Context: an optimization exercise on an open-source flow, tuned for small area, a short achievable clock period and few clock cycles per item. The choices shown serve that exercise and are no tape-out recipe. The RTL was checked by simulation tests, not by an equivalence proof against the original design.

[flow/design.v]
module lce_loop (
    input  wire         clk,
    input  wire         rst,
    input  wire         start,
    input  wire         reinit,
    input  wire         load,
    input  wire [31:0]  load_val,
    input  wire [31:0]  y_in,
    input  wire [31:0]  sp_in,
    input  wire         sp_scaled,
    input  wire [31:0]  sp_gain,
    input  wire [4:0]   sp_shift,
    input  wire [31:0]  sp_offset,
    input  wire         ff_en,
    input  wire [31:0]  ff_x,
    input  wire [31:0]  ff_x0,
    input  wire [4:0]   ff_xs,
    input  wire [543:0] ff_y,
    input  wire [31:0]  kp,
    input  wire [31:0]  ki,
    input  wire [31:0]  kd,
    input  wire [31:0]  kf,
    input  wire [4:0]   sh_p,
    input  wire [4:0]   sh_i,
    input  wire [4:0]   sh_d,
    input  wire [4:0]   sh_f,
    input  wire         den,
    input  wire [31:0]  out_min,
    input  wire [31:0]  out_max,
    input  wire [31:0]  slew,
    input  wire [31:0]  i_min,
    input  wire [31:0]  i_max,
    output reg          done,
    output wire [31:0]  u_out,
    output wire [31:0]  i_out,
    output wire [31:0]  e_out,
    output wire [31:0]  sp_out,
    output wire         isat,
    output wire         osat,
    output wire         rsat
);
    localparam [2:0] OP_NONE = 3'd0,
                     OP_SP   = 3'd1,
                     OP_P    = 3'd2,
                     OP_RAW  = 3'd3,
                     OP_FF   = 3'd4,
                     OP_DF   = 3'd5,
                     OP_DI   = 3'd6;
    function [31:0] sat34;
        input [33:0] v;
        begin
            if (v[33] == 1'b0 && v[32:31] != 2'b00)
                sat34 = 32'h7FFF_FFFF;
            else if (v[33] == 1'b1 && v[32:31] != 2'b11)
                sat34 = 32'h8000_0000;
            else
                sat34 = v[31:0];
        end
    endfunction
    function [33:0] sx;
        input [31:0] v;
        begin
            sx = {{2{v[31]}}, v};
        end
    endfunction
    function lt34;
        input [33:0] a;
        input [33:0] b;
        begin
            lt34 = $signed(a) < $signed(b);
        end
    endfunction
    function [29:0] benc;
        input [19:0] d;
        reg   [20:0] x;
        reg   [2:0]  g;
        integer      k;
        begin
            x = {d, 1'b0};
            for (k = 0; k < 10; k = k + 1) begin
                g = x[2*k +: 3];
                benc[k]      = g[0] ^ g[1];
                benc[10 + k] = (g == 3'b011) || (g == 3'b100);
                benc[20 + k] = g[2] & ~(g[1] & g[0]);
            end
        end
    endfunction
    function fits20;
        input [32:0] b;
        begin
            fits20 = (b[32:19] == {14{b[19]}});
        end
    endfunction
    function [29:0] benc0;
        input [32:0] b;
        reg   [29:0] e_lo, e_hi;
        begin
            e_lo  = benc(b[19:0]);
            e_hi  = benc({{6{b[32]}}, b[32:19]});
            benc0 = fits20(b) ? e_lo : e_hi;
        end
    endfunction
    reg         busy;
    reg  [3:0]  cnt;
    reg         f_sc, f_fe, f_de, f_ri;    
    reg  [31:0] u_r, i_r, e_r, sp_r, d_r, ep_r;
    reg         isat_r, osat_r, rsat_r;
    reg  [32:0] ma;         
    reg  [29:0] mbe;        
    reg  [18:0] mlo;        
    reg         mbw;        
    reg  [4:0]  msh;
    reg  [2:0]  mop;
    reg         mv;         
    reg         pass;       
    reg  [44:0] r1;         
    reg  [63:0] rp;         
    reg  [3:0]  rsh;        
    reg  [2:0]  xop;        
    reg  [31:0] t_off;      
    reg  [31:0] t_y;        
    reg  [31:0] t_fx;       
    reg  [31:0] t_fx0;      
    reg  [4:0]  xs_r;
    reg  [31:0] t_sl;       
    reg  [31:0] t_lo;       
    reg  [31:0] t_hi;       
    reg  [31:0] omn, omx, imn, imx;
    reg  [31:0] ylo;        
    reg  [32:0] yhi;        
    reg  [25:0] fr;         
    reg  [31:0] p_r;        
    reg  [31:0] s_r;        
    reg         dfix;       
    reg         r_min, r_max;
    assign u_out  = u_r;
    assign i_out  = i_r;
    assign e_out  = e_r;
    assign sp_out = sp_r;
    assign isat   = isat_r;
    assign osat   = osat_r;
    assign rsat   = rsat_r;
    reg [2:0] ld_op;
    reg [3:0] c_s, c_ire, c_fin;
    always @(*) begin
        ld_op = OP_NONE;
        c_ire = 4'd15;
        case ({f_sc, f_ri, f_de, f_fe})
            4'b0011: begin
                case (cnt) 4'd1: ld_op = OP_RAW; 4'd2: ld_op = OP_FF; 4'd3: ld_op = OP_DF;
                           4'd4: ld_op = OP_P;   4'd5: ld_op = OP_DI; default: ; endcase
                c_s = 4'd6; c_fin = 4'd7;
            end
            4'b0010: begin
                case (cnt) 4'd1: ld_op = OP_RAW; 4'd2: ld_op = OP_P; 4'd3: ld_op = OP_DF;
                           4'd4: ld_op = OP_DI; default: ; endcase
                c_s = 4'd5; c_fin = 4'd6;
            end
            4'b0001: begin
                case (cnt) 4'd1: ld_op = OP_P; 4'd2: ld_op = OP_FF; 4'd3: ld_op = OP_DI;
                           default: ; endcase
                c_s = 4'd4; c_fin = 4'd5;
            end
            4'b0000: begin
                case (cnt) 4'd1: ld_op = OP_P; 4'd2: ld_op = OP_DI; default: ; endcase
                c_s = 4'd3; c_fin = 4'd4;
            end
            4'b0101, 4'b0111: begin
                case (cnt) 4'd1: ld_op = OP_P; 4'd2: ld_op = OP_FF; 4'd3: ld_op = OP_DI;
                           default: ; endcase
                c_ire = 4'd5; c_s = 4'd6; c_fin = 4'd7;
            end
            4'b0100, 4'b0110: begin
                case (cnt) 4'd1: ld_op = OP_P; 4'd2: ld_op = OP_DI; default: ; endcase
                c_ire = 4'd4; c_s = 4'd5; c_fin = 4'd6;
            end
            4'b1011: begin
                case (cnt) 4'd2: ld_op = OP_FF; 4'd3: ld_op = OP_RAW; 4'd4: ld_op = OP_P;
                           4'd5: ld_op = OP_DF; 4'd6: ld_op = OP_DI; default: ; endcase
                c_s = 4'd7; c_fin = 4'd8;
            end
            4'b1010: begin
                case (cnt) 4'd2: ld_op = OP_P; 4'd3: ld_op = OP_RAW; 4'd5: ld_op = OP_DF;
                           4'd6: ld_op = OP_DI; default: ; endcase
                c_s = 4'd7; c_fin = 4'd8;
            end
            4'b1001: begin
                case (cnt) 4'd2: ld_op = OP_FF; 4'd3: ld_op = OP_P; 4'd4: ld_op = OP_DI;
                           default: ; endcase
                c_s = 4'd5; c_fin = 4'd6;
            end
            4'b1000: begin
                case (cnt) 4'd2: ld_op = OP_P; 4'd3: ld_op = OP_DI; default: ; endcase
                c_s = 4'd4; c_fin = 4'd5;
            end
            4'b1101, 4'b1111: begin
                case (cnt) 4'd2: ld_op = OP_FF; 4'd3: ld_op = OP_P; 4'd4: ld_op = OP_DI;
                           default: ; endcase
                c_ire = 4'd6; c_s = 4'd7; c_fin = 4'd8;
            end
            default: begin  
                case (cnt) 4'd2: ld_op = OP_P; 4'd3: ld_op = OP_DI; default: ; endcase
                c_ire = 4'd5; c_s = 4'd6; c_fin = 4'd7;
            end
        endcase
    end
    wire stall   = mv && mbw && !pass;
    wire adv     = busy && !stall;
    wire s_now   = adv && (cnt == c_s);
    wire ire_now = adv && (cnt == c_ire);
    wire fin_now = adv && (cnt == c_fin);
    wire [63:0] m_acc = pass ? {r1, 19'd0} : 64'd0;
    reg  [63:0] m_sum;
    reg  [34:0] b_x;
    reg  [63:0] b_negs;
    integer     bi;
    localparam [63:0] B_K = 64'hFFEA_AAAC_0000_0000;  
    always @(*) begin
        b_negs = 64'd0;
        m_sum  = m_acc + B_K;
        for (bi = 0; bi < 10; bi = bi + 1) begin
            b_x   = mbe[bi] ? {{2{ma[32]}}, ma} : mbe[10 + bi] ? {ma[32], ma, 1'b0} : 35'd0;
            b_x   = b_x ^ {35{mbe[20 + bi]}};
            b_negs[2*bi] = mbe[20 + bi];
            m_sum = m_sum + ({29'd0, ~b_x[34], b_x[33:0]} << (2*bi));
        end
        m_sum = m_sum + b_negs;
    end
    reg  [31:0] x_thr;      
    integer     ti;
    always @(*) begin
        for (ti = 0; ti < 32; ti = ti + 1)
            x_thr[ti] = (ti >= {1'b0, rsh});
    end
    wire [63:0] x_sh  = $signed(rp) >>> rsh;
    wire [31:0] x_ovm = rp[62:31] ^ {32{rp[63]}};
    wire        x_ov  = |(x_ovm & x_thr);
    wire [31:0] x_q   = !x_ov ? x_sh[31:0] : (rp[63] ? 32'h8000_0000 : 32'h7FFF_FFFF);
    wire        x_ff  = (xop == OP_FF);
    wire [33:0] x_t   = (x_ov && !x_ff) ? (rp[63] ? 34'h3_8000_0000 : 34'h0_7FFF_FFFF) : x_sh[33:0];
    reg  [33:0] xa_b;
    always @(*) begin
        case (xop)
            OP_SP:   xa_b = sx(t_off);
            OP_RAW:  xa_b = ~sx(d_r);
            OP_DF:   xa_b = sx(d_r);
            default: xa_b = sx(ylo);
        endcase
    end
    wire [33:0] xa_s  = x_t + xa_b + {33'd0, (xop == OP_RAW)};
    wire        x_sp   = (xop == OP_SP);
    wire [33:0] spo_s  = xa_s;
    wire [33:0] spy_s  = sx(x_q) + sx(t_off) - sx(t_y);
    wire        spo_hi = !spo_s[33] && spo_s[32:31] != 2'b00;
    wire        spo_lo =  spo_s[33] && spo_s[32:31] != 2'b11;
    wire [31:0] e_max  = t_y[31] ? 32'h7FFF_FFFF : {1'b0, ~t_y[30:0]};    
    wire [31:0] e_min  = sat34(34'h3_8000_0000 - sx(t_y));                 
    wire [31:0] e_scl  = spo_hi ? e_max : spo_lo ? e_min : sat34(spy_s);
    wire [31:0] e_uns  = sat34({ma[32], ma} - sx(t_y));
    wire [31:0] sp_val = x_sp ? sat34(spo_s) : ma[31:0];
    wire [31:0] e_val  = x_sp ? e_scl : e_uns;
    wire        e_now  = x_sp || (cnt == 4'd1 && !f_sc);
    wire [31:0] e_cur  = e_now ? e_val : e_r;
    wire [31:0] e_dsrc = (cnt == 4'd1 && !f_sc) ? e_uns : e_r;
    wire [31:0] de_val = sat34(sx(e_dsrc) - sx(ep_r));
    wire [31:0] rd_val = sat34(xa_s);
    wire [33:0] dn_s   = xa_s;
    wire [31:0] dn_val = sat34(dn_s);
    wire [32:0] t_x    = {t_fx[31], t_fx} - {t_fx0[31], t_fx0};
    wire [32:0] t_sh   = t_x >> xs_r;
    wire        t_neg  = t_x[32];
    wire        t_top  = |t_sh[32:4];
    wire [4:0]  t_i    = t_neg ? 5'd0 : t_top ? 5'd16 : {1'b0, t_sh[3:0]};
    wire [25:0] t_f    = (t_neg || t_top) ? 26'd0 : (t_x[25:0] & ~(26'h3FF_FFFF << xs_r));
    wire [4:0]  t_i1   = (t_i == 5'd16) ? 5'd16 : t_i + 5'd1;
    wire [31:0] t_y0   = ff_y[t_i * 32 +: 32];
    wire [31:0] t_y1   = ff_y[t_i1 * 32 +: 32];
    wire [32:0] dy_val = yhi - {ylo[31], ylo};
    wire [33:0] s_w    = (xop == OP_FF || xop == OP_P || xop == OP_DF) ? x_t : 34'd0;
    wire [31:0] s_p    = (xop == OP_P) ? 32'd0 : p_r;
    wire [35:0] s_t1   = {{4{ylo[31]}}, ylo};
    wire [35:0] s_t2   = {{4{s_p[31]}}, s_p};
    wire [35:0] s_t3   = {{4{i_r[31]}}, i_r};
    wire [35:0] s_t4   = {{4{d_r[31]}}, d_r};
    wire [35:0] s_a1   = s_t1 ^ s_t2 ^ s_t3;
    wire [35:0] s_b1   = {(s_t1[34:0] & s_t2[34:0]) | (s_t1[34:0] & s_t3[34:0]) |
                          (s_t2[34:0] & s_t3[34:0]), 1'b0};
    wire [35:0] s_c1   = s_a1 ^ s_b1 ^ s_t4;
    wire [35:0] s_c2   = {(s_a1[34:0] & s_b1[34:0]) | (s_a1[34:0] & s_t4[34:0]) |
                          (s_b1[34:0] & s_t4[34:0]), 1'b0};
    wire [35:0] s_t5   = {{2{s_w[33]}}, s_w};
    wire [35:0] s_d1   = s_c1 ^ s_c2 ^ s_t5;
    wire [35:0] s_d2   = {(s_c1[34:0] & s_c2[34:0]) | (s_c1[34:0] & s_t5[34:0]) |
                          (s_c2[34:0] & s_t5[34:0]), 1'b0};
    wire [35:0] s_sum  = s_d1 + s_d2;
    wire [31:0] s_val  = ($signed(s_sum) > 36'sh0_7FFF_FFFF) ? 32'h7FFF_FFFF :
                         ($signed(s_sum) < -36'sh0_8000_0000) ? 32'h8000_0000 : s_sum[31:0];
    wire        dn_ov  = (dn_s[33:31] != 3'b000) && (dn_s[33:31] != 3'b111);
    wire        o_ltmin = lt34(sx(s_r), sx(omn));
    wire        o_gtmax = lt34(sx(omx), sx(s_r));
    wire        o_eqmin = (s_r == omn);
    wire        o_eqmax = (s_r == omx);
    wire        o_eqlim = (omn == omx);
    wire        o_ltl   = lt34(sx(s_r), sx(t_lo));
    wire        o_gth   = lt34(sx(t_hi), sx(s_r));
    wire        di_pos  = !x_q[31] && (x_q != 32'd0);
    wire        di_neg  = x_q[31];
    wire        i_hold  = ((o_gtmax || o_eqmax || o_eqlim) && di_pos) ||
                          ((o_ltmin || o_eqmin || o_eqlim) && di_neg);
    wire [34:0] iv_a    = ire_now ? {u_r[31], sx(u_r)}  : {i_r[31], sx(i_r)};
    wire [34:0] iv_b    = ire_now ? ~{ylo[31], sx(ylo)} : {x_q[31], sx(x_q)};
    wire [34:0] iv_c    = ire_now ? ~{p_r[31], sx(p_r)} : 35'd0;
    wire [34:0] iv_k    = ire_now ? 35'd2 : 35'd0;
    wire [34:0] in_sum  = iv_a + iv_b + iv_c + iv_k;
    wire [34:0] in_dlo  = iv_a + iv_b + iv_c + iv_k - {imn[31], sx(imn)};
    wire [34:0] in_dhi  = {imx[31], sx(imx)} - iv_a - iv_b - iv_c - iv_k;
    wire        in_lo   = in_dlo[34];
    wire        in_hi   = in_dhi[34];
    wire [31:0] in_val  = in_lo ? imn : in_hi ? imx : in_sum[31:0];
    wire [33:0] lo2    = sx(u_r) - sx(t_sl);
    wire [33:0] hi2    = sx(u_r) + sx(t_sl);
    wire        mn_gt_hi = lt34(hi2, sx(omn));
    wire        mn_lt_lo = lt34(sx(omn), lo2);
    wire        mx_lt_lo = lt34(sx(omx), lo2);
    wire        mx_gt_hi = lt34(hi2, sx(omx));
    wire [31:0] b_lo   = mn_gt_hi ? hi2[31:0] : mn_lt_lo ? lo2[31:0] : omn;
    wire [31:0] b_hi   = mx_lt_lo ? lo2[31:0] : mx_gt_hi ? hi2[31:0] : omx;
    reg  [32:0] nx_a, nx_b;
    reg  [4:0]  nx_sh;
    always @(*) begin
        case (ld_op)
            OP_P:    begin nx_a = {e_cur[31], e_cur};   nx_b = {kp[31], kp}; nx_sh = sh_p;  end
            OP_RAW:  begin nx_a = {de_val[31], de_val}; nx_b = {kd[31], kd}; nx_sh = sh_d;  end
            OP_FF:   begin nx_a = (cnt == 4'd2) ? dy_val : yhi;
                           nx_b = {7'd0, fr};                                nx_sh = xs_r;  end
            OP_DF:   begin nx_a = {rd_val[31], rd_val}; nx_b = {kf[31], kf}; nx_sh = sh_f;  end
            default: begin nx_a = {e_cur[31], e_cur};   nx_b = {ki[31], ki}; nx_sh = sh_i;  end
        endcase
    end
    wire [32:0] sg_b = {sp_gain[31], sp_gain};
    always @(posedge clk) begin
        t_off  <= sp_offset;
        t_y    <= y_in;
        t_fx   <= ff_x;
        t_fx0  <= ff_x0;
        xs_r   <= ff_xs;
        t_sl   <= slew;
        omn    <= out_min;
        omx    <= out_max;
        imn    <= i_min;
        imx    <= i_max;
        f_sc   <= sp_scaled;
        f_fe   <= ff_en;
        f_de   <= den && !reinit;
        f_ri   <= reinit;
        t_lo   <= b_lo;
        t_hi   <= b_hi;
        r_min  <= mn_lt_lo || mn_gt_hi;
        r_max  <= mx_lt_lo || mx_gt_hi;
    end
    always @(posedge clk) begin
        if (rst) begin
            busy   <= 1'b0;
            cnt    <= 4'd0;
            done   <= 1'b0;
            mv     <= 1'b0;
            pass   <= 1'b0;
            dfix   <= 1'b0;
            xop    <= OP_NONE;
            u_r    <= 32'd0;
            i_r    <= 32'd0;
            e_r    <= 32'd0;
            sp_r   <= 32'd0;
            d_r    <= 32'd0;
            ep_r   <= 32'd0;
            isat_r <= 1'b0;
            osat_r <= 1'b0;
            rsat_r <= 1'b0;
        end else begin
            done <= 1'b0;
            if (!busy) begin
                ma     <= {sp_in[31], sp_in};
                mbe    <= benc0(sg_b);
                mlo    <= sg_b[18:0];
                mbw    <= !fits20(sg_b);
                msh    <= sp_shift;
                mop    <= OP_SP;
                xop    <= OP_NONE;
                pass   <= 1'b0;
                dfix   <= 1'b0;
                if (start) begin
                    busy <= 1'b1;
                    cnt  <= 4'd1;
                    mv   <= sp_scaled;
                end else if (load) begin
                    u_r <= load_val;
                end
            end else if (stall) begin
                r1   <= m_sum[44:0];
                mbe  <= benc({1'b0, mlo});
                pass <= 1'b1;
            end else begin
                cnt  <= cnt + 4'd1;
                pass <= 1'b0;
                if (mv) begin
                    rp  <= msh[4] ? {{16{m_sum[63]}}, m_sum[63:16]} : m_sum;
                    rsh <= msh[3:0];
                    xop <= mop;
                end else begin
                    xop <= OP_NONE;
                end
                mv <= (ld_op != OP_NONE);
                if (ld_op != OP_NONE) begin
                    ma  <= nx_a;
                    mbe <= benc0(nx_b);
                    mlo <= nx_b[18:0];
                    mbw <= !fits20(nx_b);
                    msh <= nx_sh;
                    mop <= ld_op;
                end
                if (cnt == 4'd1) begin
                    ylo   <= f_fe ? t_y0 : 32'd0;
                    yhi   <= f_fe ? {t_y1[31], t_y1} : 33'd0;
                    fr    <= t_f;
                    if (!f_de)
                        d_r <= 32'd0;
                end
                if (cnt == 4'd2)
                    yhi <= dy_val;
                if (e_now) begin
                    sp_r <= sp_val;
                    e_r  <= e_val;
                end
                case (xop)
                    OP_FF:  ylo <= xa_s[31:0];
                    OP_P:   p_r <= x_q;
                    OP_DF:  d_r <= dn_val;
                    default: ;
                endcase
                if (ire_now) begin
                    i_r <= in_val;
                    d_r <= 32'd0;
                end
                if (s_now) begin
                    s_r  <= s_val;
                    dfix <= (xop == OP_DF) && dn_ov;
                end
                if (fin_now) begin
                    if (dfix) begin
                        s_r  <= s_val;
                        dfix <= 1'b0;
                        cnt  <= cnt;
                    end else begin
                        u_r    <= o_ltl ? t_lo[31:0] : o_gth ? t_hi[31:0] : s_r;
                        osat_r <= o_ltmin || o_gtmax;
                        rsat_r <= o_ltmin ? r_min : o_gtmax ? r_max : (o_ltl || o_gth);
                        if (i_hold) begin
                            isat_r <= 1'b0;
                        end else begin
                            i_r    <= in_val;
                            isat_r <= in_lo || in_hi;
                        end
                        ep_r <= e_r;
                        done <= 1'b1;
                        busy <= 1'b0;
                        cnt  <= 4'd0;
                        mv   <= 1'b0;
                    end
                end
            end
        end
    end
endmodule
[flow/flow/run.sh]
#!/bin/bash
# The standard layout, with plain buf_1 cells (instead of the default delay
# buffers) as the port buffers that buffer_ports inserts on every port.
set -euo pipefail
cd "$(dirname "$0")/.."
bash standard.sh "BUFFER_PORTS_ARGS=-buffer_cell sky130_fd_sc_hd__buf_1" finish > standard.log 2>&1
[flow/standard.sh]
#!/bin/bash
# synth_recipe.tcl (not shown) runs the flow's synth.tcl, then flattens the netlist and writes it again
# the make line also repeats each setting of config.mk as NAME=value (left out here)
make -C /OpenROAD-flow-scripts/flow DESIGN_CONFIG=/design/flow/config.mk WORK_HOME=/design/flow/orfs CLKGATE_MAP_FILE= SYNTH_SCRIPT=/design/flow/synth_recipe.tcl "${@:-finish}"
[flow/config.mk]
export PLATFORM = sky130hd
export DESIGN_NAME = lce_loop
export DESIGN_NICKNAME = lce_loop
export VERILOG_FILES = /design/flow/design.v
export SDC_FILE = /design/flow/constraint.sdc
export NUM_CORES = 4
export LEC_CHECK = 0
export CAP_MARGIN = 20
export CORE_MARGIN = 2
export CORE_UTILIZATION = 40
export SLEW_MARGIN = 20
[flow/constraint.sdc]
create_clock -name core_clock -period 38.0 [get_ports {clk}]
set_input_delay 7.6000 -clock core_clock [delete_from_list [all_inputs] [get_ports {clk}]]
set_output_delay 7.6000 -clock core_clock [all_outputs]
set_load 0.01 [all_outputs]
==> results of run 1 <==
## per-stage QoR
| stage | setup WS [ns] | util (%) | instance area [µm²] |
|---|---|---|---|
| after floorplan | 26.76 | - | 100000 |
| final | 26.66 | 45.3 | 113000 |
| after CTS | 27.14 | 45.1 | 112000 |
| after global placement | 27.20 | 43.5 | 108000 |
| after global routing | 25.86 | 45.3 | 113000 |
| after detailed placement | 27.20 | 43.5 | 108000 |
## worst reg2reg max path: cells and delay by family (launching register included)
family / cells / cell delay [ns]
AND/OR/NAND/NOR: 6 / 1.39
buffers and inverters: 7 / 2.67
flip-flops: 1 / 0.32
adder cells (fa/ha/maj): 2 / 0.76
AO/OA/AOI/OAI: 18 / 5.98
## worst min-delay path by stage
| stage | endpoint | cells past startpoint | slack (ns) |
|---|---|---|---|
| 5_1_grt | sp_r[29] | 2 | 0.47 |
| 3_5_place_dp | sp_r[30] | 2 | 0.44 |
| 3_3_place_gp | sp_r[29] | 2 | 0.44 |
| 6_report | ep_r[7] | 2 | 0.45 |
| 4_1_cts | sp_r[13] | 2 | 0.45 |
| 2_1_floorplan | rsh[0] | 0 | 0.40 |
## sequential cells by signal, indices dropped and copies added (netlist names), 33 cells and up
name	cells
rp	64
r1	45
ma	33
yhi	33
## cell type report
cell class,count,share of cell area (%)
multi-input cells,9183,63.1
flip-flops and latches,929,19.7
repair buffers,1457,5.67
inverters,1154,3.84
well taps,3330,3.69
clock buffers,145,2.82
clock inverters,72,0.723
diodes,213,0.472
## synthesized netlist by cell type, types with 321 or more instances
| library cell | instances | area share, % |
|---|---|---|
| a21oi_1 | 881 | 4.4 |
| a22oi_1 | 709 | 5.3 |
| clkbuf_1 | 616 | 2.3 |
| dfxtp_1 | 570 | 11 |
| edfxtp_1 | 359 | 11 |
| fa_1 | 492 | 9.8 |
| ha_1 | 966 | 12 |
| inv_1 | 1146 | 4.3 |
| mux2i_1 | 321 | 3.2 |
| nand2_1 | 1182 | 4.4 |
| nor2_1 | 634 | 2.4 |
| o21ai_0 | 642 | 3.2 |
| xnor2_1 | 438 | 3.8 |
## cell families after synthesis
kind of cell | count (synthesis) | synth area share (%)
multiplexers | 467 | 5.18
buffers and inverters | 1903 | 7.24
flip-flops | 929 | 22.1
adder cells (fa/ha/maj) | 1460 | 21.9
XOR/XNOR | 737 | 6.44
AND/OR/NAND/NOR | 2930 | 13.5
AO/OA/AOI/OAI | 3589 | 23.5
## metal layers
metal | vias up | track usage (%) | part of all wire [%]
met5 | - | 0 | 0.066
met4 | 48 | 32.3 | 9.7
met3 | 1468 | 9.63 | 10
met2 | 6165 | 58.2 | 43
met1 | 48733 | 47.0 | 37
li1 | 44650 | - | -
==> out/metrics.yaml, run 1 <==
hold_path:
  hp-class: "register to register"
  hold_start: "ep_r[7]"
finish:
  syn_to_final_growth_pct: 12.6
  layout_commonest_cell: "buf_1"
  ff_latch_area_um2: 22200
  nFillCells: 25400
  final_nets: 15391
  multi_input_area_um2: 71200
  final_cell_mix: "1,224 x buf_1, 1,179 x nand2_1, 1,145 x inv_1"
  finalNonFillerCells: 16483
  drive_gt1_share_pct: 5.62
synthesis:
  ys_seq_area_share_pct: 22.1
  yosysUniqueCellTypes: 106
  yosys_warnings: 1
  synthCells: 12015
  syn-num-nets: 14567
  synth-edff-count: 359
  async_flop_share_pct: 0
  ys_seq_elements: 929
  ys.flop_type: "dfxtp_1"
  syn-cell-area_um2: 100000
  avgSynthCellArea_um2: 8.34
job:
  maxCapViolCount: 0
route:
  drtAntennaViolNets: 0
  wire_per_inst_um: 31.4
  finalWirelength_um: 517000
  first_iter_violations: 12829
  via_per_inst: 6.13
  firstDrtPassIters: 8
  route.detailed.drc: 0
  vias: 101064
place:
  gp_congestion: 1.09
  dp_hpwl_um: 414000
  port_buffers: 1225
  dp_cells: 16052
grt:
  grt_first_pass_wirelength_um: 717000
  grt_overflow: 0
  grt_usage_pct: 38.9
  grt_pass1_vias: 95038
  grt_antenna_before_repair: 227
  grt_max_degree: 122
clock_network:
  clkSlewWorstSetupHoldPaths_ns: 0.07
  postCtsResizedCells: 0
  cts-buffers-inserted: 114
  post_cts_buffers: 0
  clock-sinks: 929
  ctsHoldBuffers: 0
  clk_path_buf_depth: 3
  clk_latency_ns: 0.83
  cts_tree: "yes"
  cts-root-buf: "clkbuf_16"
  htree_levels: 3
timing:
  fmax_mhz: 88.2
  period_share_pct: 29.8
  worst_slew_pin_slew_ns: 1.30
  drv_slew: 0
  rsz0062_at_grt: "no"
  hold_ws_ns: 0.453
  tns_ns: 0
  hold_viol_final: 0
  slew-limit-headroom_pct: 12.8
  final.min_clock_period_ns: 11.34
  skew_ns: 0.0735
  setup_violations: 0
floorplanning:
  io_pins: 1226
  fp-row-count: 183
  initial_utilization_pct: 40.3
  die_area_um2: 255000
  die_y_um: 505
  chipWidth_um: 505
  core_um2: 249000
worst_setup_path:
  endpoint_kind: "register"
  cp.buffers_inverters: 7
  endpoint: "ma[6]"
  worstPathMaxFanout: 56
  crit_path_max_incr_delay_ns: 0.79
  critical_path_required_ns: 38.58
  r2r_cells: 33
  crit_start: "rsh[1]"
  critPathMostFrequentCell: "buf_4"
  arrival_ns: 11.92
  timing.rr.end: "ma[6]"
  cpMaxStageDelayCell: "a2111oi_0"
  worstSetupPathDepth: 33
  startpoint_type: "register"
  crit_family: "compound AO/OA/AOI/OAI gates"
  critPathKind: "register to register"
  reg2reg_from: "rsh[1]"
  r2r_slack_ns: 26.66
outcome:
  outcome: "no timing/DRC/antenna violations"
Testbench counts, summed over its fixed seeds: cycles 90,195, items 12,000.
==> run 2: changes to the inputs <==
--- a/flow/design.v
+++ b/flow/design.v
@@ -120,4 +120,5 @@
     reg  [31:0] t_off;      
     reg  [31:0] t_y;        
+    reg  [33:0] t_offy;     
     reg  [31:0] t_fx;       
     reg  [31:0] t_fx0;      
@@ -133,4 +134,5 @@
     reg  [31:0] s_r;        
     reg         dfix;       
+    reg         eretry;     
     reg         r_min, r_max;
     assign u_out  = u_r;
@@ -206,5 +208,6 @@
     end
     wire stall   = mv && mbw && !pass;
-    wire adv     = busy && !stall;
+    wire estall  = busy && !stall && e_c1 && f_de && eu_ov;
+    wire adv     = busy && !stall && !estall;
     wire s_now   = adv && (cnt == c_s);
     wire ire_now = adv && (cnt == c_ire);
@@ -251,5 +254,5 @@
     wire        x_sp   = (xop == OP_SP);
     wire [33:0] spo_s  = xa_s;
-    wire [33:0] spy_s  = sx(x_q) + sx(t_off) - sx(t_y);
+    wire [33:0] spy_s  = x_t + t_offy;
     wire        spo_hi = !spo_s[33] && spo_s[32:31] != 2'b00;
     wire        spo_lo =  spo_s[33] && spo_s[32:31] != 2'b11;
@@ -257,11 +260,14 @@
     wire [31:0] e_min  = sat34(34'h3_8000_0000 - sx(t_y));                 
     wire [31:0] e_scl  = spo_hi ? e_max : spo_lo ? e_min : sat34(spy_s);
-    wire [31:0] e_uns  = sat34({ma[32], ma} - sx(t_y));
+    wire [33:0] eu_s   = {ma[32], ma} - sx(t_y);
+    wire [31:0] e_uns  = sat34(eu_s);
+    wire        eu_ov  = (eu_s[33:31] != 3'b000) && (eu_s[33:31] != 3'b111);
+    wire [33:0] deu_s  = {ma[32], ma} - sx(t_y) - sx(ep_r);
     wire [31:0] sp_val = x_sp ? sat34(spo_s) : ma[31:0];
     wire [31:0] e_val  = x_sp ? e_scl : e_uns;
     wire        e_now  = x_sp || (cnt == 4'd1 && !f_sc);
     wire [31:0] e_cur  = e_now ? e_val : e_r;
-    wire [31:0] e_dsrc = (cnt == 4'd1 && !f_sc) ? e_uns : e_r;
-    wire [31:0] de_val = sat34(sx(e_dsrc) - sx(ep_r));
+    wire        e_c1   = (cnt == 4'd1 && !f_sc && !eretry);
+    wire [31:0] de_val = e_c1 ? sat34(deu_s) : sat34(sx(e_r) - sx(ep_r));
     wire [31:0] rd_val = sat34(xa_s);
     wire [33:0] dn_s   = xa_s;
@@ -342,4 +348,5 @@
         t_off  <= sp_offset;
         t_y    <= y_in;
+        t_offy <= sx(t_off) - sx(t_y);
         t_fx   <= ff_x;
         t_fx0  <= ff_x0;
@@ -366,4 +373,5 @@
             mv     <= 1'b0;
             pass   <= 1'b0;
+            eretry <= 1'b0;
             dfix   <= 1'b0;
             xop    <= OP_NONE;
@@ -388,4 +396,5 @@
                 xop    <= OP_NONE;
                 pass   <= 1'b0;
+                eretry <= 1'b0;
                 dfix   <= 1'b0;
                 if (start) begin
@@ -400,4 +409,8 @@
                 mbe  <= benc({1'b0, mlo});
                 pass <= 1'b1;
+            end else if (estall) begin
+                sp_r   <= sp_val;
+                e_r    <= e_val;
+                eretry <= 1'b1;
             end else begin
                 cnt  <= cnt + 4'd1;
==> out/metrics.yaml, run 2 <==
outcome:
  outcome: "no timing/DRC/antenna violations"
grt:
  met2_usage_pct: 56.9  # -1.3 points
  grt_overflow: 0  # unchanged
  grt_use_met3_pct: 9.38  # -0.25 points
  busiest_layer: "met2"
  grt_pass1_vias: 95687  # +0.68%
  grt_usage_pct: 39.5  # +0.60 points
  grt_antenna_before_repair: 232  # +2.2%
  grt_first_pass_wirelength_um: 743000  # +3.6%
  met1_usage_pct: 48.8  # +1.8 points
  grt_max_degree: 100  # -18%
route:
  firstDrtPassIters: 13  # +5
  wire_per_inst_um: 32.2  # +2.8%
  via_per_inst: 6.14  # about the same
  route.detailed.drc: 0  # unchanged
  vias: 103498  # +2.4%
  first_iter_violations: 13367  # +4.2%
  drtAntennaViolNets: 0  # unchanged
  finalWirelength_um: 544000  # +5.1%
synthesis:
  yosys.area.top_type: "ha_1"
  synth.most_common_cell: "nand2_1"
  yosysUniqueCellTypes: 99  # -6.6%
  syn-num-nets: 14890  # +2.2%
  yosys-top-cells-area: "ha_1 12%, dfxtp_1 12%, edfxtp_1 10%"
  synth_top_cell_area_share_pct: 12.4  # +0.32 points
  yosys_warnings: 1  # unchanged
  syn-cell-area_um2: 104000  # +4.1%
  avgSynthCellArea_um2: 8.48  # +1.7%
  synthCells: 12303  # +2.4%
  ys_seq_elements: 963  # +3.7%
  synth-edff-count: 359  # unchanged
  ys.flop_type: "dfxtp_1"
  async_flop_share_pct: 0  # unchanged
  synthTopCellsByCount: "1,187 x nand2_1, 1,119 x inv_1, 1,032 x ha_1"
  ys_seq_area_share_pct: 21.9  # -0.22 points
floorplanning:
  die_y_um: 515  # +2.0%
  die_area_um2: 265000  # +4.1%
  initial_utilization_pct: 40.2  # -0.059 points
  io_pins: 1226  # unchanged
  fp-row-count: 187  # +2.2%
  chipWidth_um: 515  # +2.0%
  core_um2: 259000  # +4.3%
finish:
  reg.largest.list: "rp x64, r1 x45"
  utilization_pct: 45.2  # -0.11 points
  largest_register: "rp"
  final_cell_mix: "1,224 x buf_1, 1,183 x nand2_1, 1,119 x inv_1"
  drive_gt1_share_pct: 6.87  # +1.2 points
  layout_commonest_cell: "buf_1"
  largest_reg_flops: 64  # unchanged
  syn_to_final_growth_pct: 12.5  # about the same
  final_nets: 15765  # +2.4%
timing:
  fmax_mhz: 72.9  # -17%
  hold_viol_final: 0  # unchanged
  period_share_pct: 36.1  # +6.3 points
  setup_violations: 0  # unchanged
  slew-limit-headroom_pct: 10.6  # -2.2 points
  skew_ns: 0.0796  # +0.00607 ns
  drv_slew: 0  # unchanged
  hold_ws_ns: 0.454  # +0.00170 ns
  final.min_clock_period_ns: 13.72  # +2.38 ns
  tns_ns: 0  # unchanged
  worst_slew_pin_slew_ns: 1.34  # +0.0417 ns
  rsz0062_at_grt: "no"
worst_setup_path:
  arrival_ns: 14.36  # +2.44 ns
  r2r_slack_ns: 24.28  # -2.38 ns
  crit_path_max_incr_delay_ns: 0.88  # +0.09 ns
  reg2reg_from: "ma[0]"
  endpoint_kind: "register"
  r2r_cells: 54  # +64%
  startpoint_type: "register"
  critical_path_required_ns: 38.64  # +0.06 ns
  worstPathMaxFanout: 94  # +68%
  critPathMostFrequentCell: "ha_1"
  cpMaxStageDelayCell: "edfxtp_1"
  critPathKind: "register to register"
  timing.rr.end: "i_r[29]"
clock_network:
  cts-root-buf: "clkbuf_16"
  clk_latency_ns: 0.83  # about the same
  cts-buffers-inserted: 117  # +2.6%
  htree_levels: 3  # unchanged
  ctsHoldBuffers: 0  # unchanged
  postCtsResizedCells: 0  # unchanged
  clkSlewWorstSetupHoldPaths_ns: 0.06  # about the same
  clock-sinks: 963  # +3.7%
  post_cts_buffers: 0  # unchanged
  cts_tree: "yes"
  clk_path_buf_depth: 3  # unchanged
place:
  port_buffers: 1225  # unchanged
  dp_hpwl_um: 447000  # +8.1%
  gp_congestion: 1.11  # +1.7%
hold_path:
  hold_start: "ep_r[25]"
  hold-path-endpoint: "ep_r[25]"
  hp-class: "register to register"
  hold_depth: 2  # unchanged
job:
  maxCapViolCount: 0  # unchanged
run 2: changes by cell type after synthesis, sizes merged, moves of 46 or more:
cell	previous run	this run
a221oi	17	92
and2	119	64
nor2	635	821
xor2	299	378
a22oi	709	318
a31oi	45	152
mux4	29	178
a32oi	49	3
a21boi	126	25
nand3	134	187
ha	966	1032
xnor2	438	392
run 2: worst max path at each step:
| stage | endpoint | startpoint | cells after the start | slack [ns] |
|---|---|---|---|---|
| 2_1_floorplan | ma[0] | rst | 4 | 26.35 |
| 3_3_place_gp | i_r[29] | ma[0] | 57 | 24.76 |
| 3_5_place_dp | i_r[29] | ma[0] | 54 | 24.58 |
| 4_1_cts | i_r[29] | ma[0] | 53 | 24.52 |
| 5_1_grt | i_r[29] | ma[0] | 53 | 23.33 |
| 6_report | i_r[29] | ma[0] | 54 | 24.28 |
run 2: kinds of logic after synthesis:
logic type                 after synthesis  share of synthesized area (%)
DFF                                    963                           21.9
buffers and inverters                 1855                           6.76
adders and majority gates             1493                           21.2
AOI/OAI and AO/OA                     3392                           21.2
muxes                                  646                           8.47
xor gates and xnor gates               770                           6.46
and+or+nand+nor                       3184                           14.0
run 2: area by class of cell:
cell class / instances / area [µm²]
multi-input cells: 9485 / 74800
inverters: 1128 / 4240
fillers: 26307 / 142000
repair buffers: 1483 / 6580
clock inverters: 74 / 866
well taps: 3402 / 4260
diodes: 184 / 460
flip-flops and latches: 963 / 22900
clock buffers: 146 / 3270
run 2: critical path, delay by kind of cell (launching register included):
family / cells / cell delay [ns]
compound gates: 27 / 6.34
simple gates: 12 / 1.91
buf+inv: 5 / 1.77
fa+ha+maj: 6 / 1.73
xor+xnor: 4 / 0.90
flops: 1 / 0.88
run 2: metrics by stage:
step / setup WS [ns] / cell area (µm²) / instances
final: 24.28 / 117000 / 16865
after global routing: 23.33 / 117000 / 16821
after CTS: 24.52 / 117000 / 16676
after detailed placement: 24.58 / 113000 / 16456
after global placement: 24.76 / 113000 / 16456
after floorplan: 26.35 / 104000 / 12303
run 2: routing by layer:
metal / vias up / wire (µm)
met2: 6144 / 226000
met1: 50045 / 206000
met5: - / 525
met4: 46 / 56700
met3: 1324 / 55000
li1: 45939 / -
Testbench counts of run 2, summed over its fixed seeds: cycles 90,294, items 12,000.
==> run 3: changes to the inputs <==
--- a/flow/design.v
+++ b/flow/design.v
@@ -116,4 +116,5 @@
     reg  [44:0] r1;         
     reg  [63:0] rp;         
+    reg  [3:0]  rsh_n;      
     reg  [3:0]  rsh;        
     reg  [2:0]  xop;        
@@ -136,4 +137,5 @@
     reg         eretry;     
     reg         r_min, r_max;
+    reg         fit_kp, fit_kd, fit_kf, fit_ki;    
     assign u_out  = u_r;
     assign i_out  = i_r;
@@ -211,5 +213,6 @@
     wire adv     = busy && !stall && !estall;
     wire s_now   = adv && (cnt == c_s);
-    wire ire_now = adv && (cnt == c_ire);
+    wire ire_sel = (cnt == c_ire);           
+    wire ire_now = adv && ire_sel;
     wire fin_now = adv && (cnt == c_fin);
     wire [63:0] m_acc = pass ? {r1, 19'd0} : 64'd0;
@@ -236,5 +239,7 @@
             x_thr[ti] = (ti >= {1'b0, rsh});
     end
-    wire [63:0] x_sh  = $signed(rp) >>> rsh;
+    wire [63:0] x_sh_a = $signed(rp) >>> rsh;
+    wire [63:0] x_sh_b = $signed(rp) >>> (~rsh_n);
+    wire [63:0] x_sh  = {x_sh_b[63:17], x_sh_a[16:0]};
     wire [31:0] x_ovm = rp[62:31] ^ {32{rp[63]}};
     wire        x_ov  = |(x_ovm & x_thr);
@@ -314,8 +319,8 @@
     wire        i_hold  = ((o_gtmax || o_eqmax || o_eqlim) && di_pos) ||
                           ((o_ltmin || o_eqmin || o_eqlim) && di_neg);
-    wire [34:0] iv_a    = ire_now ? {u_r[31], sx(u_r)}  : {i_r[31], sx(i_r)};
-    wire [34:0] iv_b    = ire_now ? ~{ylo[31], sx(ylo)} : {x_q[31], sx(x_q)};
-    wire [34:0] iv_c    = ire_now ? ~{p_r[31], sx(p_r)} : 35'd0;
-    wire [34:0] iv_k    = ire_now ? 35'd2 : 35'd0;
+    wire [34:0] iv_a    = ire_sel ? {u_r[31], sx(u_r)}  : {i_r[31], sx(i_r)};
+    wire [34:0] iv_b    = ire_sel ? ~{ylo[31], sx(ylo)} : {x_q[31], sx(x_q)};
+    wire [34:0] iv_c    = ire_sel ? ~{p_r[31], sx(p_r)} : 35'd0;
+    wire [34:0] iv_k    = ire_sel ? 35'd2 : 35'd0;
     wire [34:0] in_sum  = iv_a + iv_b + iv_c + iv_k;
     wire [34:0] in_dlo  = iv_a + iv_b + iv_c + iv_k - {imn[31], sx(imn)};
@@ -334,12 +339,18 @@
     reg  [32:0] nx_a, nx_b;
     reg  [4:0]  nx_sh;
+    reg         nx_fit;
     always @(*) begin
         case (ld_op)
-            OP_P:    begin nx_a = {e_cur[31], e_cur};   nx_b = {kp[31], kp}; nx_sh = sh_p;  end
-            OP_RAW:  begin nx_a = {de_val[31], de_val}; nx_b = {kd[31], kd}; nx_sh = sh_d;  end
+            OP_P:    begin nx_a = {e_cur[31], e_cur};   nx_b = {kp[31], kp}; nx_sh = sh_p;
+                           nx_fit = fit_kp; end
+            OP_RAW:  begin nx_a = {de_val[31], de_val}; nx_b = {kd[31], kd}; nx_sh = sh_d;
+                           nx_fit = fit_kd; end
             OP_FF:   begin nx_a = (cnt == 4'd2) ? dy_val : yhi;
-                           nx_b = {7'd0, fr};                                nx_sh = xs_r;  end
-            OP_DF:   begin nx_a = {rd_val[31], rd_val}; nx_b = {kf[31], kf}; nx_sh = sh_f;  end
-            default: begin nx_a = {e_cur[31], e_cur};   nx_b = {ki[31], ki}; nx_sh = sh_i;  end
+                           nx_b = {7'd0, fr};                                nx_sh = xs_r;
+                           nx_fit = (fr[25:19] == 7'd0); end
+            OP_DF:   begin nx_a = {rd_val[31], rd_val}; nx_b = {kf[31], kf}; nx_sh = sh_f;
+                           nx_fit = fit_kf; end
+            default: begin nx_a = {e_cur[31], e_cur};   nx_b = {ki[31], ki}; nx_sh = sh_i;
+                           nx_fit = fit_ki; end
         endcase
     end
@@ -357,4 +368,8 @@
         imn    <= i_min;
         imx    <= i_max;
+        fit_kp <= fits20({kp[31], kp});
+        fit_kd <= fits20({kd[31], kd});
+        fit_kf <= fits20({kf[31], kf});
+        fit_ki <= fits20({ki[31], ki});
         f_sc   <= sp_scaled;
         f_fe   <= ff_en;
@@ -418,5 +433,6 @@
                 if (mv) begin
                     rp  <= msh[4] ? {{16{m_sum[63]}}, m_sum[63:16]} : m_sum;
-                    rsh <= msh[3:0];
+                    rsh   <= msh[3:0];
+                    rsh_n <= ~msh[3:0];
                     xop <= mop;
                 end else begin
@@ -426,7 +442,7 @@
                 if (ld_op != OP_NONE) begin
                     ma  <= nx_a;
-                    mbe <= benc0(nx_b);
+                    mbe <= nx_fit ? benc(nx_b[19:0]) : benc({{6{nx_b[32]}}, nx_b[32:19]});
                     mlo <= nx_b[18:0];
-                    mbw <= !fits20(nx_b);
+                    mbw <= !nx_fit;
                     msh <= nx_sh;
                     mop <= ld_op;
==> out/metrics.yaml, run 3 <==
outcome:
  outcome: "no timing/DRC/antenna violations"
synthesis:
  synthXorXnorAreaFrac_pct: 6.28  # -0.18 points
  yosys-top-cells-area: "ha_1 12%, dfxtp_1 11%, edfxtp_1 10%"
  avgSynthCellArea_um2: 8.26  # -2.6%
  synth-edff-count: 363  # +1.1%
  synth.mux.area_fraction_pct: 7.17  # -1.3 points
  yosys.area_share.adder_pct: 20.8  # -0.40 points
  ys.flop_type: "dfxtp_1"
  ys_seq_area_share_pct: 21.7  # -0.24 points
  async_flop_share_pct: 0  # unchanged
  yosys_warnings: 1  # unchanged
  ys_seq_elements: 971  # +0.83%
  synth-compound-area-share_pct: 21.2  # about the same
  yosys.area.top_type: "ha_1"
  syn-cell-area_um2: 106000  # +2.0%
  synth.most_common_cell: "nand2_1"
  yosysUniqueCellTypes: 106  # +7.1%
  synthTopCellsByCount: "1,399 x nand2_1, 1,161 x inv_1, 1,030 x ha_1"
  synth_top_family_by_area: "compound AO/OA/AOI/OAI gates"
  synth_top_cell_area_share_pct: 12.1  # -0.26 points
  syn-num-nets: 15461  # +3.8%
  synth-simple-area-share_pct: 15.9  # +2.0 points
  synthCells: 12874  # +4.6%
clock_network:
  postCtsResizedCells: 0  # unchanged
  cts-root-buf: "clkbuf_16"
  htree_levels: 3  # unchanged
  clk_path_buf_depth: 4  # +1
  cts_tree: "yes"
  clock-sinks: 971  # +0.83%
  ctsHoldBuffers: 0  # unchanged
  clk_latency_ns: 0.94  # +0.11 ns
  cts-buffers-inserted: 120  # +2.6%
  post_cts_buffers: 0  # unchanged
  clkSlewWorstSetupHoldPaths_ns: 0.06  # about the same
finish:
  utilization_pct: 45.1  # -0.18 points
  syn_to_final_growth_pct: 12.2
  largest_register: "rp"
  layout_commonest_cell: "nand2_1"
  final_nets: 16311  # +3.5%
  drive_gt1_share_pct: 6.35  # -0.52 points
  largest_reg_flops: 64  # unchanged
  final_cell_mix: "1,397 x nand2_1, 1,224 x buf_1, 1,159 x inv_1"
  reg.largest.list: "rp x64, r1 x45"
floorplanning:
  chipWidth_um: 520  # +0.97%
  io_pins: 1226  # unchanged
  fp-row-count: 189  # +1.1%
  initial_utilization_pct: 40.2  # about the same
  die_y_um: 520  # +0.97%
  die_area_um2: 270000  # +2.0%
  core_um2: 265000  # +2.1%
worst_setup_path:
  worstSetupPathDepth: 41  # -24%
  endpoint: "i_r[0]"
  critPathMostFrequentCell: "o21ai_0"
  r2r_cells: 41  # -24%
  worstPathMaxFanout: 38  # -60%
  cpMaxStageDelayCell: "a2111oi_0"
  endpoint_kind: "register"
  cp.buffers_inverters: 5  # unchanged
  startpoint_type: "register"
  crit_path_max_incr_delay_ns: 0.80  # -0.08 ns
  crit_family: "compound AO/OA/AOI/OAI gates"
  reg2reg_from: "rsh[0]"
  crit_start: "rsh[0]"
  arrival_ns: 12.12  # -2.24 ns
  r2r_slack_ns: 26.64  # +2.35 ns
  critPathKind: "register to register"
  critical_path_required_ns: 38.76  # +0.12 ns
  timing.rr.end: "i_r[0]"
job:
  maxCapViolCount: 0  # unchanged
grt:
  grt_first_pass_wirelength_um: 750000  # +0.98%
  grt_overflow: 0  # unchanged
  grt_usage_pct: 38.5  # -1.0 points
  grt_pass1_vias: 99942  # +4.4%
  grt_antenna_before_repair: 192  # -17%
  grt_max_degree: 97  # -3.0%
timing:
  final.min_clock_period_ns: 11.36  # -2.35 ns
  worst_slew_pin_slew_ns: 1.35  # +0.0136 ns
  period_share_pct: 29.9  # -6.2 points
  hold_viol_final: 0  # unchanged
  fmax_mhz: 88.0  # +21%
  tns_ns: 0  # unchanged
  skew_ns: 0.111  # +0.0310 ns
  rsz0062_at_grt: "no"
  setup_violations: 0  # unchanged
  slew-limit-headroom_pct: 9.09  # -1.6 points
  drv_slew: 0  # unchanged
place:
  port_buffers: 1225  # unchanged
  gp_congestion: 1.09  # -1.1%
  dp_hpwl_um: 439000  # -1.8%
route:
  drtAntennaViolNets: 0  # unchanged
  firstDrtPassIters: 10  # -3
  route.detailed.drc: 0  # unchanged
  first_iter_violations: 13325  # -0.31%
  finalWirelength_um: 540000  # -0.68%
  via_per_inst: 6.08  # -0.88%
  vias: 106390  # +2.8%
  wire_per_inst_um: 30.9  # -4.2%
hold_path:
  hp-class: "register to register"
==> run 3: cell types whose count changed after synthesis, sizes merged, moves of 61 or more <==
cell,change
a211oi,+146
a21oi,-73
a221oi,-61
mux4,-78
nand2,+211
nand3,+137
xor2,-61
==> run 3: layout make-up <==
type / count / area, µm²
clock inverters: 78 / 761
inverters: 1172 / 4410
diodes: 132 / 330
clock buffers: 145 / 3330
multi-input cells: 9964 / 76400
flip-flops and latches: 971 / 23100
well taps: 3533 / 4420
repair buffers: 1495 / 6640
fillers: 27090 / 146000
==> run 3: routing by layer <==
metal | share of wire (%) | routed length [µm] | GRT usage (%)
met3 | 9.9 | 53500 | 8.91
met1 | 38 | 207000 | 47.9
met4 | 9.5 | 51000 | 31.0
met5 | 0.042 | 227 | 0.263
met2 | 42 | 228000 | 56.9
==> run 3: kinds of logic (layout without fill, tap and decap cells) <==
logic type / count (synthesis) / after routing
adders and majority gates: 1493 / 1493
muxes: 620 / 620
and+or+nand+nor: 3667 / 3667
DFF: 971 / 971
xor gates and xnor gates: 763 / 763
other: 0 / 132
buffers and inverters: 1939 / 2890
AOI/OAI and AO/OA: 3421 / 3421
==> run 3: through the flow <==
stage	cell area, µm²	hold slack (ns)	std cells	setup slack (ns)
after floorplan	106000	0.426	12874	26.38
after global placement	115000	0.440	17132	27.02
after detailed placement	115000	0.448	17135	26.90
after CTS	119000	0.457	17358	26.85
after global routing	119000	0.470	17459	25.61
final	119000	0.453	17490	26.64
==> run 3: worst min-delay path by stage <==
stage	from	end	slack (ns)	cells past startpoint
after floorplan	msh[0]	rsh[0]	0.43	0
after global placement	sp_r[24]	sp_r[24]	0.44	2
after detailed placement	ep_r[11]	ep_r[11]	0.45	2
after CTS	ep_r[7]	ep_r[7]	0.46	2
after global routing	ep_r[28]	ep_r[28]	0.47	2
final	ep_r[4]	ep_r[4]	0.45	2
==> run 3: worst min-delay path, stage by stage (launching register included) <==
cell and delay, ns:
dfxtp_1 0.31, nand2_1 0.05, a21oi_1 0.05
Testbench counts of run 3, summed over its fixed seeds: cycles 90,294, items 12,000.
==> run 4: changes to the inputs <==
--- a/flow/design.v
+++ b/flow/design.v
@@ -320,10 +320,33 @@
                           ((o_ltmin || o_eqmin || o_eqlim) && di_neg);
     wire [34:0] iv_a    = ire_sel ? {u_r[31], sx(u_r)}  : {i_r[31], sx(i_r)};
-    wire [34:0] iv_b    = ire_sel ? ~{ylo[31], sx(ylo)} : {x_q[31], sx(x_q)};
-    wire [34:0] iv_c    = ire_sel ? ~{p_r[31], sx(p_r)} : 35'd0;
-    wire [34:0] iv_k    = ire_sel ? 35'd2 : 35'd0;
-    wire [34:0] in_sum  = iv_a + iv_b + iv_c + iv_k;
-    wire [34:0] in_dlo  = iv_a + iv_b + iv_c + iv_k - {imn[31], sx(imn)};
-    wire [34:0] in_dhi  = {imx[31], sx(imx)} - iv_a - iv_b - iv_c - iv_k;
+    wire [34:0] iv_c    = ire_sel ? ~{ylo[31], sx(ylo)} : 35'd0;
+    wire [34:0] iv_d    = ire_sel ? ~{p_r[31], sx(p_r)} : 35'd0;
+    wire [34:0] iv_q    = ire_sel ? 35'd0 : {x_q[31], sx(x_q)};
+    wire [34:0] iv_mn   = ~{imn[31], sx(imn)};                    
+    wire [34:0] iv_mx   = {imx[31], sx(imx)};
+    wire [34:0] v_s1    = iv_a ^ iv_c ^ iv_d;
+    wire [34:0] v_c1    = {(iv_a[33:0] & iv_c[33:0]) | (iv_a[33:0] & iv_d[33:0]) |
+                           (iv_c[33:0] & iv_d[33:0]), ire_sel};
+    wire [34:0] v_s2    = v_s1 ^ v_c1 ^ iv_q;
+    wire [34:0] v_c2    = {(v_s1[33:0] & v_c1[33:0]) | (v_s1[33:0] & iv_q[33:0]) |
+                           (v_c1[33:0] & iv_q[33:0]), ire_sel};
+    wire [34:0] in_sum  = v_s2 + v_c2;
+    wire [34:0] l_s1    = v_s1 ^ v_c1 ^ iv_mn;
+    wire [34:0] l_c1    = {(v_s1[33:0] & v_c1[33:0]) | (v_s1[33:0] & iv_mn[33:0]) |
+                           (v_c1[33:0] & iv_mn[33:0]), 1'b1};
+    wire [34:0] l_s2    = l_s1 ^ l_c1 ^ iv_q;
+    wire [34:0] l_c2    = {(l_s1[33:0] & l_c1[33:0]) | (l_s1[33:0] & iv_q[33:0]) |
+                           (l_c1[33:0] & iv_q[33:0]), ire_sel};
+    wire [34:0] in_dlo  = l_s2 + l_c2;
+    wire [34:0] w_s     = ~v_s1;                                   
+    wire [34:0] w_c     = ~v_c1;
+    wire [34:0] h_s1    = w_s ^ w_c ^ iv_mx;
+    wire [34:0] h_c1    = {(w_s[33:0] & w_c[33:0]) | (w_s[33:0] & iv_mx[33:0]) |
+                           (w_c[33:0] & iv_mx[33:0]), 1'b1};
+    wire [34:0] h_q     = ~iv_q;
+    wire [34:0] h_s2    = h_s1 ^ h_c1 ^ h_q;
+    wire [34:0] h_c2    = {(h_s1[33:0] & h_c1[33:0]) | (h_s1[33:0] & h_q[33:0]) |
+                           (h_c1[33:0] & h_q[33:0]), 1'b1};
+    wire [34:0] in_dhi  = h_s2 + h_c2 + {34'd0, !ire_sel};
     wire        in_lo   = in_dlo[34];
     wire        in_hi   = in_dhi[34];
==> out/metrics.yaml, run 4 <==
synthesis:
  ys.flop_type: "dfxtp_1"
  yosysUniqueCellTypes: 111  # +4.7%
  syn-cell-area_um2: 109000  # +2.2%
  synth_top_cell_area_share_pct: 11.5  # -0.65 points
  synthTopCellsByCount: "1,253 x nand2_1, 1,148 x inv_1, 996 x ha_1"
  ys_seq_elements: 971  # unchanged
  async_flop_share_pct: 0  # unchanged
  ys_seq_area_share_pct: 21.2  # -0.46 points
  synth-edff-count: 363  # unchanged
  yosys-top-cells-area: "ha_1 11%, dfxtp_1 11%, fa_1 11%"
  yosys_warnings: 1  # unchanged
  synth.most_common_cell: "nand2_1"
  avgSynthCellArea_um2: 8.33  # +0.82%
  yosys.area.top_type: "ha_1"
  syn-num-nets: 15729  # +1.7%
  synthCells: 13046  # +1.3%
timing:
  setup_violations: 0  # unchanged
  tns_ns: 0  # unchanged
  final.min_clock_period_ns: 10.29  # -1.07 ns
  rsz0062_at_grt: "no"
  drv_slew: 0  # unchanged
  slew-limit-headroom_pct: 11.9  # +2.8 points
  fmax_mhz: 97.2  # +10%
  period_share_pct: 27.1  # -2.8 points
  hold_viol_final: 0  # unchanged
  worst_slew_pin_slew_ns: 1.31  # -0.0488 ns
  skew_ns: 0.0986  # -0.0120 ns
outcome:
  outcome: "no timing/DRC/antenna violations"
finish:
  syn_to_final_growth_pct: 12.1
  final_nets: 16569  # +1.6%
  utilization_pct: 45.0  # about the same
  finalNonFillerCells: 17720  # +1.3%
  largest_reg_flops: 64  # unchanged
  final_cell_mix: "1,251 x nand2_1, 1,224 x buf_1, 1,146 x inv_1"
  largest_register: "rp"
  layout_commonest_cell: "nand2_1"
  drive_gt1_share_pct: 5.86  # -0.49 points
  reg.largest.list: "rp x64, r1 x45"
route:
  vias: 107097  # +0.66%
  wire_per_inst_um: 30.9  # about the same
  route.detailed.drc: 0  # unchanged
  drtAntennaViolNets: 0  # unchanged
  firstDrtPassIters: 6  # -4
  finalWirelength_um: 547000  # +1.4%
  via_per_inst: 6.04  # -0.64%
  first_iter_violations: 12258  # -8.0%
worst_setup_path:
  cpMaxStageDelayCell: "a2111oi_1"
  critical_path_required_ns: 38.73  # -0.03 ns
  startpoint_type: "register"
  reg2reg_from: "rsh[0]"
  crit_path_max_incr_delay_ns: 0.92  # +0.12 ns
  r2r_slack_ns: 27.71  # +1.07 ns
  endpoint_kind: "register"
  worstPathMaxFanout: 36  # -5.3%
  critPathKind: "register to register"
  timing.rr.end: "ma[19]"
  arrival_ns: 11.02  # -1.10 ns
  r2r_cells: 29  # -29%
place:
  dp_cells: 17328  # +1.1%
  gp_congestion: 1.04  # -5.1%
  port_buffers: 1225  # unchanged
  dp_hpwl_um: 447000  # +1.8%
grt:
  grt_pass1_vias: 101064  # +1.1%
  grt_first_pass_wirelength_um: 759000  # +1.1%
  grt_max_degree: 135  # +39%
  grt_overflow: 0  # unchanged
  grt_antenna_before_repair: 169  # -12%
  grt_usage_pct: 38.1  # -0.39 points
floorplanning:
  initial_utilization_pct: 40.2  # about the same
  chipWidth_um: 525  # +1.1%
  io_pins: 1226  # unchanged
  die_area_um2: 276000  # +2.2%
  die_y_um: 525  # +1.1%
  core_um2: 271000  # +2.1%
  fp-row-count: 191  # +1.1%
clock_network:
  clk_latency_ns: 0.91  # -0.03 ns
  postCtsResizedCells: 0  # unchanged
  htree_levels: 3  # unchanged
  cts-buffers-inserted: 124  # +3.3%
  clock-sinks: 971  # unchanged
  cts-root-buf: "clkbuf_16"
  post_cts_buffers: 0  # unchanged
  clk_path_buf_depth: 4  # unchanged
  ctsHoldBuffers: 0  # unchanged
  cts_tree: "yes"
  clkSlewWorstSetupHoldPaths_ns: 0.06  # about the same
hold_path:
  hold_start: "sp_r[23]"
  hold-path-endpoint: "sp_r[23]"
  hp-class: "register to register"
  hold_depth: 2  # unchanged
job:
  maxCapViolCount: 0  # unchanged
[run 4: cell count changes after synthesis, sizes merged, moves of 66 or more]
cell,delta
nand2,-146
nand3,-75
nor2,+76
a21oi,+66
o21ai,+182
fa,+130
[run 4: area by class of cell]
class | count | area [µm²]
fillers | 27904 | 149000
multi-input cells | 10144 | 78600
flip-flops and latches | 971 | 23100
repair buffers | 1484 | 6640
well taps | 3570 | 4470
inverters | 1161 | 4370
clock buffers | 149 | 3460
clock inverters | 79 | 768
diodes | 162 | 405
[run 4: metal layers]
metal | part of all wire (%) | global-route usage (%) | vias up
met5 | 0.025 | 0 | -
met4 | 9.2 | 30.2 | 24
met3 | 9.0 | 7.35 | 1239
met2 | 43 | 57.8 | 5598
met1 | 38 | 47.3 | 51997
li1 | - | - | 48239
[run 4: how the worst max path moves through the flow]
stage / startpoint / slack (ns) / cells after the start / to
final: rsh[0] / 27.71 / 29 / ma[19]
after global routing: rsh[0] / 27.12 / 35 / s_r[29]
after floorplan: rst / 26.36 / 4 / ma[0]
after CTS: rst / 27.94 / 7 / rsh[2]
after global placement: rst / 27.07 / 7 / rp[0]
after detailed placement: rst / 27.03 / 7 / rsh[0]
[run 4: per-stage QoR]
step / hold slack, ns / area (µm²) / setup WS (ns)
after floorplan: 0.426 / 109000 / 26.36
after global placement: 0.440 / 117000 / 27.07
after detailed placement: 0.449 / 117000 / 27.03
after CTS: 0.456 / 121000 / 27.94
after global routing: 0.485 / 122000 / 27.12
final: 0.455 / 122000 / 27.71
[run 4: cell families after synthesis]
group	Yosys count	share of synthesized area, %
flip-flops	971	21.2
AND/OR/NAND/NOR	3575	15.3
multiplexers	527	5.94
adder cells (fa/ha/maj)	1589	22.4
AO/OA/AOI/OAI	3679	22.1
buffers and inverters	1931	6.81
XOR/XNOR	774	6.24
[run 4: worst max-delay path: cells and delay by family, from the launching register on]
| family | cells | cell delay [ns] |
|---|---|---|
| flip-flops | 1 | 0.32 |
| AND/OR/NAND/NOR | 7 | 1.99 |
| buffers and inverters | 5 | 1.86 |
| AO/OA/AOI/OAI | 16 | 5.41 |
| adder cells (fa/ha/maj) | 1 | 0.41 |
Testbench counts of run 4, summed over its fixed seeds: cycles 90,294, items 12,000.

-- re-timing with driven ports --
How much do the figures lean on ideal ports? The routed layouts below were timed once more, with nothing changed but the port constraints.
Step 1 sets driving cells, clkbuf_16 on the clock port and buf_2 on the other inputs (assumed; they add their load-dependent delay and slew).
Step 2 moves the port delays by t, midway between the first and last clock arrival at a register: inputs arrive t later, outputs are due t later. That takes back most of the time a late clock gives input paths.
Slacks: ideal ports / drivers / drivers and shift; pairs: ideal ports / drivers.
| run | t, ns | setup slack, ns | hold slack, ns |
|---|---|---|---|
| run 1 | 0.903 | 26.662 / 26.662 / 26.662 | 0.453 / 0.453 / 0.453 |
| run 2 | 0.920 | 24.282 / 24.282 / 24.282 | 0.454 / 0.454 / 0.454 |
| run 3 | 1.001 | 26.637 / 26.637 / 26.637 | 0.453 / 0.453 / 0.453 |
| run 4 | 0.986 | 27.710 / 27.710 / 26.957 | 0.455 / 0.455 / 0.455 |
After both steps setup and hold are still met in every run listed. For run 4, which loses most, drivers alone change the setup slack by 0.000 ns; drivers and shift together by -0.753 ns.
